This is an optimization exercise on Yosys and OpenROAD, whose aim is small area, a short achievable clock period and few clock cycles per item, not a production implementation.

east:
==> module whorl_rsq, before the edit <==
module whorl_rsq (
    input             clk,
    input             rst,           
    input             in_valid,
    output            in_ready,
    input             in_sqrt,       
    input      [31:0] in_a,
    output reg        out_valid,
    output reg [31:0] out_res,
    output reg        out_sat,
    output reg        out_divz,
    output reg        out_domain
);
    localparam integer K  = 1;               
    localparam integer NC = 32 / K;          
    localparam integer CW = (NC > 1) ? $clog2(NC) : 1;
    localparam integer SKIP = (K <= 2) ? 2 / K : 0;    
    reg          busy, rdy, done;
    reg [CW-1:0] cnt;                        
    reg          sq;                         
    reg          nf;                         
    reg          sk;                         
    reg          f_spc, f_hi, f_lo, f_sat, f_divz, f_dom;
    reg          o_neg, o_sk, o_spc, o_hi, o_lo, o_sat, o_divz, o_dom;
    reg  [32:0]  S;                          
    reg          s;                          
    reg  [31:0]  D;                          
    reg  [31:0]  Q;                          
    assign in_ready = rdy;
    wire accept = in_valid & rdy;
    wire last   = busy & (cnt == 0);
    wire [31:0] a       = in_a;
    wire        a_zero  = (a == 32'd0);
    wire        sm_pos  = !a[31] & (a[30:28] == 3'd0) & (!a[27] | (a[26:0] == 27'd0));
    wire        sm_neg  = a[31] & (a[30:27] == 4'hF);
    wire        a_m27   = sm_neg & (a[26:0] == 27'd0);             
    wire        spc_in  = in_sqrt ? a[31] : (sm_pos | sm_neg);
    wire        skip_in = (SKIP == 0) ? 1'b0 :
                          in_sqrt ? (a[31:29] == 3'd0) :
                          a[31]   ? !(a[30] & a[29]) :
                                    (a[30] | (a[29] & (a[28:0] != 29'd0)));
    wire [32:0] s_init  = in_sqrt ? (skip_in ? {a[30:0], 2'b00} : {1'b0, a})
                                  : (skip_in ? 33'h0_4000_0000 : 33'h0_1000_0000);
    wire [32:0] st_S [0:K];
    wire        st_s [0:K];
    wire [31:0] st_D [0:K];
    wire [K-1:0] bits;
    assign st_S[0] = S;
    assign st_s[0] = s;
    assign st_D[0] = D;
    genvar j;
    generate
        for (j = 0; j < K; j = j + 1) begin : step
            wire [5:0]  i    = K * cnt + (K - 1 - j);
            wire [31:0] oh   = 32'd1 << i;                  
            wire [31:0] oh1  = {oh[30:0], 1'b0};            
            wire [31:0] F    = sq ? (st_D[j] | oh | (st_s[j] ? oh1 : 32'd0))
                                  : st_D[j];
            wire        inv  = !(st_s[j] ^ nf);
            wire [32:0] Y    = {nf, F} ^ {33{inv}};
            wire [32:0] R    = st_S[j] + Y + {32'd0, inv};
            wire        b    = !R[32];
            assign bits[K-1-j] = b;
            assign st_S[j+1] = {R[31:0], 1'b0};
            assign st_s[j+1] = R[32];
            assign st_D[j+1] = (sq & b) ? (st_D[j] | oh1) : st_D[j];
        end
    endgenerate
    wire [31:0] q_m  = {Q[31:30] & {2{!o_sk}}, Q[29:0]};
    wire [32:0] t    = {o_neg, q_m ^ {32{o_neg}}} + 33'd1;
    wire [31:0] res  = o_spc ? {o_hi, {31{o_lo}}} : t[32:1];
    always @(posedge clk) begin
        if (rst) begin
            busy      <= 1'b0;
            rdy       <= 1'b1;
            done      <= 1'b0;
            out_valid <= 1'b0;
        end else begin
            done      <= last;
            out_valid <= done;
            if (accept) begin
                busy <= 1'b1;
                cnt  <= spc_in ? {CW{1'b0}} : (skip_in ? NC - 1 - SKIP : NC - 1);
                rdy  <= spc_in;
            end else if (busy) begin
                if (cnt == 0) begin
                    busy <= 1'b0;
                    rdy  <= 1'b1;
                end else begin
                    cnt <= cnt - 1'b1;
                    rdy <= (cnt == 1);
                end
            end
        end
    end
    always @(posedge clk) begin
        if (accept) begin
            sq     <= in_sqrt;
            nf     <= !in_sqrt & a[31];
            sk     <= skip_in;
            f_spc  <= spc_in;
            f_hi   <= !in_sqrt & a[31];
            f_lo   <= !in_sqrt & !a[31];
            f_sat  <= !in_sqrt & (sm_pos | sm_neg) & !a_zero & !a_m27;
            f_divz <= !in_sqrt & a_zero;
            f_dom  <= in_sqrt & a[31];
            S      <= s_init;
            s      <= 1'b0;
            D      <= in_sqrt ? 32'd0 : a;
        end else begin
            S <= st_S[K];
            s <= st_s[K];
            D <= st_D[K];
        end
        if (busy)
            Q <= (K == 32) ? bits : {Q[31-K:0], bits};
        if (last) begin
            o_neg  <= nf;
            o_sk   <= sk;
            o_spc  <= f_spc;
            o_hi   <= f_hi;
            o_lo   <= f_lo;
            o_sat  <= f_sat;
            o_divz <= f_divz;
            o_dom  <= f_dom;
        end
        if (done) begin
            out_res    <= res;
            out_sat    <= o_sat;
            out_divz   <= o_divz;
            out_domain <= o_dom;
        end
    end
endmodule
==> flow/config.mk <==
export PLATFORM = sky130hd
export DESIGN_NAME = whorl_rsq
export DESIGN_NICKNAME = whorl_rsq
export VERILOG_FILES = /design/flow/design.v
export SDC_FILE = /design/flow/constraint.sdc
export NUM_CORES = 4
export LEC_CHECK = 0
export CAP_MARGIN = 20
export CORE_MARGIN = 2
export CORE_UTILIZATION = 40
export PLACE_DENSITY = 0.6
export SETUP_SLACK_MARGIN = 5
export SLEW_MARGIN = 20
==> flow/constraint.sdc <==
create_clock -name core_clock -period 11.0 [get_ports {clk}]
set_input_delay 2.2000 -clock core_clock [delete_from_list [all_inputs] [get_ports {clk}]]
set_output_delay 2.2000 -clock core_clock [all_outputs]
set_load 0.01 [all_outputs]
run.sh (not shown) runs the stock make flow with config.mk's settings and CLKGATE_MAP_FILE= SYNTH_SCRIPT=/design/flow/synth_recipe.tcl, a recipe that flattens the netlist after the stock synthesis.
Every stage of the flow completed for east, and the final layout passed the timing, design-rule and antenna checks.
Inputs modified between east and north:
--- a/flow/design.v
+++ b/flow/design.v
@@ -12,5 +12,5 @@
     output reg        out_domain
 );
-    localparam integer K  = 1;               
+    localparam integer K  = 4;               
     localparam integer NC = 32 / K;          
     localparam integer CW = (NC > 1) ? $clog2(NC) : 1;
--- outcome ---
- north finished all stages; however, its layout fails the closing checks, the failures being negative setup slack.
- Going from east to north, via count grew by more than half.
- Going from east to north, critical path depth grew by 41; simple-gate portion of the synthesized area shrank by 2.8 points; all-layer global routing usage grew by 7.6 points; first-iteration DRC count grew by about 19%.
- Mux contribution to synthesized area, north and east: smaller value in north
- north vs east: sequential cell count down by a few percent
- Per the comparison of north with east, buffering stage count on the worst path with inverters included climbed 10; average footprint of a synthesized cell dropped about 8%; compound-gate portion of the synthesized area climbed 1.6 points.
- Of north and east, it is north that has the higher total core area.
- Looking at worst setup slack, north sits 6.51 ns below east.
- north vs east: first-pass GRT wire length up in north
- Total length of routed wires (north vs. east) increases by more than half
No functional check of the RTL was part of any run of this note.

==> re-timing with driven ports <==
The flow's constraints put no driver on any port. The routed layouts listed below were extracted and timed again, unchanged, in two steps. Step 1 assumes that a clkbuf_16 drives the clock port and a buf_2 every other input. Step 2 also shifts input and output timing later by t, the mid clock arrival at the registers, as if the neighbouring blocks saw the same clock. a / b / c = ideal ports / drivers / drivers and shift; a / b = the first two.
run | t, ns | setup WS [ns] | worst slew at a driven data input, ns | pins driven straight from the clock port
east | 0.476 | 5.579 / 5.579 / 5.292 | 0.04 | 1
north | 0.506 | -0.936 / -0.936 / -0.936 | 0.06 | 1
For east, which loses most, drivers alone change the setup slack by 0.000 ns; drivers and shift together by -0.287 ns.
